Source: an optimization exercise on an open RTL-to-GDS flow (aim: small area and a short achievable clock period). Production flows keep margins and buffers that such runs may drop. Where RTL was checked, it was by simulation tests only, not by an equivalence proof against the original.

==> inputs of violet <==
==> flow/design.v (excerpt) <==
module long_acc4 (
    input  wire         clk,
    input  wire         rst,
    input  wire [1:0]   cmd,
    input  wire [8:0]   open_w,
    input  wire [5:0]   open_c,
    input  wire         open_clamp,
    input  wire         open_lost,
    input  wire [3:0]   fmt_a,
    input  wire [15:0]  a,
    input  wire [7:0]   scale_a,
    input  wire [3:0]   fmt_b,
    input  wire [63:0]  b,
    input  wire [31:0]  scale_b,
    output reg          out_valid,
    output wire [511:0] out_acc,
    output wire         out_clamp,
    output wire         out_lost
);
Settings: LEC_CHECK=0, ABC_AREA=1, CAP_MARGIN=40, CORE_MARGIN=2, CORE_UTILIZATION=65, CTS_CLUSTER_DIAMETER=250, CTS_CLUSTER_SIZE=100, SLEW_MARGIN=40; clock period 26.0 ns.
standard.sh (not shown) runs the stock make flow with config.mk's settings and CLKGATE_MAP_FILE= SYNTH_SCRIPT=/design/flow/synth_recipe.tcl, a recipe that flattens the netlist after the stock synthesis.
==> flow/flow/run.sh <==
#!/bin/bash
# The standard layout, with plain buffers (not delay buffers) on the ports and
# timing repair aimed at 19.6 ns of setup slack.
set -uo pipefail
export BUFFER_PORTS_ARGS="-buffer_cell sky130_fd_sc_hd__buf_2"
export SETUP_SLACK_MARGIN=19.6
bash standard.sh > standard.log 2>&1
==> yarrow (differences from violet) <==
--- a/flow/design.v
+++ b/flow/design.v
@@ -227,60 +227,56 @@
             end
         end
     end
     assign t = u;
 endmodule
-module lt_add64 (
-    input  wire [63:0] a,
-    input  wire [63:0] b,
-    input  wire        ci,
-    output wire [63:0] s,
-    output wire        co
+module lt_add128 (
+    input  wire [127:0] a,
+    input  wire [127:0] b,
+    output wire [127:0] s
 );
     localparam GS = 8;
-    localparam NG = 64 / GS;
-    reg [63:0]   g, p, lg, lp, c;
+    localparam NG = 128 / GS;
+    reg [127:0] g, p, lg, lp, c;
     reg [NG-1:0] G, P, Gn, Pn;
     reg [NG:0]   cg;
     integer i, l, k;
     always @(*) begin
         p = a ^ b;
         g = a & b;
         lg = g;
         lp = p;
         for (l = 1; l < GS; l = l * 2)
-            for (i = 63; i >= 0; i = i - 1)
+            for (i = 127; i >= 0; i = i - 1)
                 if (((i % GS) / l) % 2 == 1) begin
                     k = (i / GS) * GS + ((i % GS) / l) * l - 1;
                     lg[i] = lg[i] | (lp[i] & lg[k]);
                     lp[i] = lp[i] & lp[k];
                 end
         for (i = 0; i < NG; i = i + 1) begin
             G[i] = lg[GS*i + GS - 1];
             P[i] = lp[GS*i + GS - 1];
         end
-        G[0] = G[0] | (P[0] & ci);
         for (l = 1; l < NG; l = l * 2) begin
             Gn = G; Pn = P;
             for (i = 0; i < NG; i = i + 1)
                 if ((i / l) % 2 == 1) begin
                     Gn[i] = G[i] | (P[i] & G[(i / l) * l - 1]);
                     Pn[i] = P[i] & P[(i / l) * l - 1];
                 end
             G = Gn; P = Pn;
         end
-        cg[0] = ci;
+        cg[0] = 1'b0;
         for (i = 1; i <= NG; i = i + 1)
             cg[i] = G[i-1];
-        for (i = 0; i < 64; i = i + 1)
+        for (i = 0; i < 128; i = i + 1)
             if (i % GS == 0)
                 c[i] = cg[i / GS];
             else
                 c[i] = lg[i-1] | (lp[i-1] & cg[i / GS]);
     end
-    assign s  = p ^ c;
-    assign co = cg[NG];
+    assign s = p ^ c;
 endmodule
 module long_acc4 (
     input  wire         clk,
     input  wire         rst,
     input  wire [1:0]   cmd,
@@ -316,12 +312,12 @@
     reg         updD, rdD, clrD, oclD, olsD;
     reg [3:0]   faD, fbD;
     reg         anD, aiD, azD;
     reg [7:0]   aeD, asD;
     reg [3:0]   atD;
-    reg [5:0]   oneD, twoD, ngD;
-    reg [3:0]   negD;
+    reg [5:0]   oneD, twoD;
+    reg [5:0]   nxD  [0:3];
     reg [11:0]  bvD  [0:3];
     reg [7:0]   beD  [0:3];
     reg [7:0]   bsD  [0:3];
     reg [3:0]   bnD, biD;
     reg signed [8:0] win_w;
@@ -339,11 +335,10 @@
         azD  <= ia_nz;
         aeD  <= ia_ef;
         asD  <= ia_sc;
         atD  <= ia_tz;
         oneD <= ia_one;
-        ngD  <= ia_ng;
         twoD <= ia_two;
         if (rst) begin
             win_w <= 9'sd0;
             c_d   <= 6'd0;
         end else if (cmd == CMD_OPEN) begin
@@ -367,11 +362,11 @@
                 bvD[j] <= ib_v;
                 beD[j] <= ib_ef;
                 bsD[j] <= ib_sc;
                 bnD[j] <= ib_nan;
                 biD[j] <= ib_inf;
-                negD[j] <= ia_fs ^ ib_fs;
+                nxD[j] <= ia_ng ^ {6{ia_fs ^ ib_fs}};
             end
         end
     endgenerate
     wire signed [9:0] bias_a, bias_b;
     lt_bias u_bias_a (.fmt(faD), .b(bias_a));
@@ -392,11 +387,11 @@
     wire [3:0] fcl_n, fls_n;
     generate
         for (j = 0; j < 4; j = j + 1) begin : g_mul
             wire [22:0] p;
             lt_mul u_mul (
-                .one(oneD), .two(twoD), .b(bvD[j]), .nx(ngD ^ {6{negD[j]}}), .p(p)
+                .one(oneD), .two(twoD), .b(bvD[j]), .nx(nxD[j]), .p(p)
             );
             wire [3:0] btz;
             lt_tz u_tz (.v(bvD[j]), .tz(btz));
             wire b_nz   = (bvD[j] != 12'd0) && !bnD[j] && !biD[j];
             wire nz     = azD && b_nz;
@@ -444,19 +439,13 @@
             wire [127:0] t, sum;
             lt_clamp u_clamp (.p(pM[j]), .dc(dcM[j]), .frc(frcM[j]), .clamp(clB[j]));
             lt_place u_place (
                 .p(pM[j]), .s8(sM[j]), .clamp(clB[j]), .hi(hi), .t(t)
             );
-            wire [127:0] ag = acc[j] & {128{!clrM}};
-            wire         co;
-            reg          pc;
-            lt_add64 u_lo (.a(ag[63:0]), .b(t[63:0]), .ci(1'b0), .s(sum[63:0]), .co(co));
-            lt_add64 u_hi (.a(ag[127:64]), .b(t[127:64]), .ci(pc && !clrM), .s(sum[127:64]), .co());
-            always @(posedge clk) begin
+            lt_add128 u_add (.a(acc[j] & {128{!clrM}}), .b(t), .s(sum));
+            always @(posedge clk)
                 acc[j] <= sum;
-                pc     <= co && !clrM;
-            end
             assign out_acc[128*j +: 128] = acc[j];
         end
     endgenerate
     always @(posedge clk) begin
         out_valid <= rdM && !rst;
==> flow/flow/run.sh (replaced) <==
#!/bin/bash
# The standard layout, with plain buffers (not delay buffers) on the ports and
# timing repair aimed at 19 ns of setup slack.
set -uo pipefail
export BUFFER_PORTS_ARGS="-buffer_cell sky130_fd_sc_hd__buf_2"
export SETUP_SLACK_MARGIN=19
bash standard.sh > standard.log 2>&1
Settings changed: CORE_UTILIZATION 65 to 40, CTS_CLUSTER_DIAMETER 250 to not set, CTS_CLUSTER_SIZE 100 to not set.
==> zinc (differences from violet) <==
--- a/flow/design.v
+++ b/flow/design.v
@@ -181,17 +181,17 @@
     end
 endmodule
 module lt_place (
     input  wire [22:0]  p,
     input  wire [7:0]   s8,
-    input  wire         clamp,
+    input  wire         cp,       
+    input  wire         cn,       
     input  wire [127:0] hi,       
     output wire [127:0] t
 );
-    wire sg = p[22];
-    wire cp = clamp && !sg;       
-    wire cn = clamp && sg;        
+    wire sg    = p[22];
+    wire clamp = cp || cn;
     integer i, k, n;
     wire [3:0] r = s8[3:0];
     wire [3:0] q = s8[7:4];
     reg [37:0] f;
     always @(*) begin
@@ -227,60 +227,56 @@
             end
         end
     end
     assign t = u;
 endmodule
-module lt_add64 (
-    input  wire [63:0] a,
-    input  wire [63:0] b,
-    input  wire        ci,
-    output wire [63:0] s,
-    output wire        co
+module lt_add128 (
+    input  wire [127:0] a,
+    input  wire [127:0] b,
+    output wire [127:0] s
 );
     localparam GS = 8;
-    localparam NG = 64 / GS;
-    reg [63:0]   g, p, lg, lp, c;
+    localparam NG = 128 / GS;
+    reg [127:0] g, p, lg, lp, c;
     reg [NG-1:0] G, P, Gn, Pn;
     reg [NG:0]   cg;
     integer i, l, k;
     always @(*) begin
         p = a ^ b;
         g = a & b;
         lg = g;
         lp = p;
         for (l = 1; l < GS; l = l * 2)
-            for (i = 63; i >= 0; i = i - 1)
+            for (i = 127; i >= 0; i = i - 1)
                 if (((i % GS) / l) % 2 == 1) begin
                     k = (i / GS) * GS + ((i % GS) / l) * l - 1;
                     lg[i] = lg[i] | (lp[i] & lg[k]);
                     lp[i] = lp[i] & lp[k];
                 end
         for (i = 0; i < NG; i = i + 1) begin
             G[i] = lg[GS*i + GS - 1];
             P[i] = lp[GS*i + GS - 1];
         end
-        G[0] = G[0] | (P[0] & ci);
         for (l = 1; l < NG; l = l * 2) begin
             Gn = G; Pn = P;
             for (i = 0; i < NG; i = i + 1)
                 if ((i / l) % 2 == 1) begin
                     Gn[i] = G[i] | (P[i] & G[(i / l) * l - 1]);
                     Pn[i] = P[i] & P[(i / l) * l - 1];
                 end
             G = Gn; P = Pn;
         end
-        cg[0] = ci;
+        cg[0] = 1'b0;
         for (i = 1; i <= NG; i = i + 1)
             cg[i] = G[i-1];
-        for (i = 0; i < 64; i = i + 1)
+        for (i = 0; i < 128; i = i + 1)
             if (i % GS == 0)
                 c[i] = cg[i / GS];
             else
                 c[i] = lg[i-1] | (lp[i-1] & cg[i / GS]);
     end
-    assign s  = p ^ c;
-    assign co = cg[NG];
+    assign s = p ^ c;
 endmodule
 module long_acc4 (
     input  wire         clk,
     input  wire         rst,
     input  wire [1:0]   cmd,
@@ -313,15 +309,15 @@
         .ef(ia_ef), .sc(ia_sc), .tz(ia_tz)
     );
     lt_booth u_booth (.a(ia_v), .one(ia_one), .two(ia_two), .ng(ia_ng));
     reg         updD, rdD, clrD, oclD, olsD;
     reg [3:0]   faD, fbD;
-    reg         anD, aiD, azD;
+    reg         anD, aiD;
     reg [7:0]   aeD, asD;
     reg [3:0]   atD;
-    reg [5:0]   oneD, twoD, ngD;
-    reg [3:0]   negD;
+    reg [5:0]   oneD, twoD;
+    reg [5:0]   nxD  [0:3];
     reg [11:0]  bvD  [0:3];
     reg [7:0]   beD  [0:3];
     reg [7:0]   bsD  [0:3];
     reg [3:0]   bnD, biD;
     reg signed [8:0] win_w;
@@ -334,16 +330,14 @@
         olsD <= !rst && open_lost;
         faD  <= fmt_a;
         fbD  <= fmt_b;
         anD  <= ia_nan;
         aiD  <= ia_inf;
-        azD  <= ia_nz;
         aeD  <= ia_ef;
         asD  <= ia_sc;
         atD  <= ia_tz;
         oneD <= ia_one;
-        ngD  <= ia_ng;
         twoD <= ia_two;
         if (rst) begin
             win_w <= 9'sd0;
             c_d   <= 6'd0;
         end else if (cmd == CMD_OPEN) begin
@@ -367,14 +361,15 @@
                 bvD[j] <= ib_v;
                 beD[j] <= ib_ef;
                 bsD[j] <= ib_sc;
                 bnD[j] <= ib_nan;
                 biD[j] <= ib_inf;
-                negD[j] <= ia_fs ^ ib_fs;
+                nxD[j] <= ia_ng ^ {6{ia_fs ^ ib_fs}};
             end
         end
     endgenerate
+    wire azD = !anD && !aiD && ((|oneD) || (|twoD));
     wire signed [9:0] bias_a, bias_b;
     lt_bias u_bias_a (.fmt(faD), .b(bias_a));
     lt_bias u_bias_b (.fmt(fbD), .b(bias_b));
     wire signed [11:0] sh0 = $signed({4'd0, aeD}) + $signed({4'd0, asD})
                            + bias_a + bias_b - win_w;
@@ -385,18 +380,17 @@
     reg         rdM, clrM, oclM, olsM;
     reg [5:0]   c_m;
     reg         fclM, flsM;
     reg [22:0]  pM   [0:3];
     reg [7:0]   sM   [0:3];
-    reg [4:0]   dcM  [0:3];
-    reg [3:0]   frcM;
+    reg [3:0]   cpM, cnM;
     wire [3:0] fcl_n, fls_n;
     generate
         for (j = 0; j < 4; j = j + 1) begin : g_mul
             wire [22:0] p;
             lt_mul u_mul (
-                .one(oneD), .two(twoD), .b(bvD[j]), .nx(ngD ^ {6{negD[j]}}), .p(p)
+                .one(oneD), .two(twoD), .b(bvD[j]), .nx(nxD[j]), .p(p)
             );
             wire [3:0] btz;
             lt_tz u_tz (.v(bvD[j]), .tz(btz));
             wire b_nz   = (bvD[j] != 12'd0) && !bnD[j] && !biD[j];
             wire nz     = azD && b_nz;
@@ -408,17 +402,19 @@
             wire signed [11:0] d  = dk - $signed({3'd0, e});
             wire               lt = $signed({2'd0, e + {5'd0, btz}}) < lt0;
             wire [7:0] s8  = !(updD && nz) ? 8'hF0 : sp[11] ? 8'h00 : sp[7:0];
             wire [4:0] dc  = (updD && nz && !d[11] && (d < 12'sd22)) ? d[4:0] : 5'd31;
             wire       frc = updD && (inf_nz || (nz && d[11]));
+            wire       cl;
+            lt_clamp u_clamp (.p(p), .dc(dc), .frc(frc), .clamp(cl));
             assign fcl_n[j] = updD && (nan || inf);
             assign fls_n[j] = updD && nz && lt;
             always @(posedge clk) begin
                 pM[j]  <= p;
                 sM[j]  <= s8;
-                dcM[j]  <= dc;
-                frcM[j] <= frc;
+                cpM[j]  <= cl && !p[22];
+                cnM[j]  <= cl && p[22];
             end
         end
     endgenerate
     always @(posedge clk) begin
         rdM  <= rdD && !rst;
@@ -436,37 +432,29 @@
         for (i = 0; i < 128; i = i + 1)
             hi[i] = (i < 64) ? 1'b1 : (i == 127) ? 1'b0 : (c_m <= 6'(126 - i));
     end
     reg [127:0] acc [0:3];
     reg         flag_clamp, flag_lost;
-    wire [3:0]  clB;
     generate
         for (j = 0; j < 4; j = j + 1) begin : g_acc
             wire [127:0] t, sum;
-            lt_clamp u_clamp (.p(pM[j]), .dc(dcM[j]), .frc(frcM[j]), .clamp(clB[j]));
             lt_place u_place (
-                .p(pM[j]), .s8(sM[j]), .clamp(clB[j]), .hi(hi), .t(t)
+                .p(pM[j]), .s8(sM[j]), .cp(cpM[j]), .cn(cnM[j]), .hi(hi), .t(t)
             );
-            wire [127:0] ag = acc[j] & {128{!clrM}};
-            wire         co;
-            reg          pc;
-            lt_add64 u_lo (.a(ag[63:0]), .b(t[63:0]), .ci(1'b0), .s(sum[63:0]), .co(co));
-            lt_add64 u_hi (.a(ag[127:64]), .b(t[127:64]), .ci(pc && !clrM), .s(sum[127:64]), .co());
-            always @(posedge clk) begin
+            lt_add128 u_add (.a(acc[j] & {128{!clrM}}), .b(t), .s(sum));
+            always @(posedge clk)
                 acc[j] <= sum;
-                pc     <= co && !clrM;
-            end
             assign out_acc[128*j +: 128] = acc[j];
         end
     endgenerate
     always @(posedge clk) begin
         out_valid <= rdM && !rst;
         if (clrM) begin
             flag_clamp <= oclM;
             flag_lost  <= olsM;
         end else begin
-            flag_clamp <= flag_clamp | fclM | (|clB);
+            flag_clamp <= flag_clamp | fclM | (|cpM) | (|cnM);
             flag_lost  <= flag_lost  | flsM;
         end
     end
     assign out_clamp = flag_clamp;
     assign out_lost  = flag_lost;
==> flow/flow/run.sh (replaced) <==
#!/bin/bash
# The standard layout, with plain buffers (not delay buffers) on the ports.
set -uo pipefail
export BUFFER_PORTS_ARGS="-buffer_cell sky130_fd_sc_hd__buf_2"
bash standard.sh > standard.log 2>&1
Settings changed: CORE_UTILIZATION 65 to 40, CTS_CLUSTER_DIAMETER 250 to not set, CTS_CLUSTER_SIZE 100 to not set.
==> qor summary <==
Die height: zinc 478 um; yarrow 481 um; violet 376 um
Slack of the critical path: zinc 18.47 ns; yarrow 19.15 ns; violet -
Pre-CTS WS: zinc 18.36 ns; yarrow 18.44 ns; violet 18.78 ns
Placed Instance Area: zinc 97000 um2; yarrow 97500 um2; violet 94800 um2
Max_cap viols: zinc 0; yarrow 0; violet -
FILL cells: zinc 23.5k; yarrow 24.0k; violet -
Die span in x: zinc 478 um; yarrow 481 um; violet 376 um
Worst setup SP type: zinc flip-flop; yarrow flip-flop; violet -
Portion of netlist area occupied by mux cells: zinc 0.335%; yarrow 0.804%; violet 0.541%
Sum of met3 wire segment lengths after detailed routing: zinc 34.0 mm; yarrow 35.5 mm; violet -
Element type at the critical path end: zinc flip-flop; yarrow primary output; violet -
CTS Buf Count: zinc 109; yarrow 113; violet 13
Router iterations before antenna repair: zinc 7; yarrow 7; violet -
Worst-margin pin slew: zinc 0.934 ns; yarrow 0.935 ns; violet -
Number of sinks handled by clock tree synthesis: zinc 865; yarrow 882; violet 872
Vias: zinc 93.4k; yarrow 93.0k; violet -
Outcome: zinc complete, no violations; yarrow complete, no violations; violet did not finish
Stage where the flow stopped: zinc -; yarrow -; violet global routing
For zinc, only the layout was checked, not whether the RTL still works.

## port drivers added, routing unchanged
In the flow no input, the clock included, has a driving cell. The finished layouts below were timed again as built, in two steps.
Step 1, drivers: a clkbuf_16 drives clk and a buf_2 each remaining input, both assumed.
Step 2 moves the port delays by t, midway between the first and last clock arrival at a register: inputs arrive t later, outputs are due t later. That takes back most of the time a late clock gives input paths.
Slacks: ideal ports / drivers / drivers and shift; pairs: ideal ports / drivers.
run | t (ns) | slack for setup (ns) | clock arrival spread, ns | worst slew at a driven data input, ns | pins driven straight from the clock port
yarrow | 0.891 | 19.149 / 19.048 / 18.413 | 0.049 / 0.049 | 0.08 | 1
zinc | 0.885 | 18.466 / 18.466 / 18.391 | 0.085 / 0.085 | 0.08 | 1
After both steps every run listed still meets setup and hold. For yarrow, which loses most, drivers alone change the setup slack by -0.101 ns; drivers and shift together by -0.736 ns.
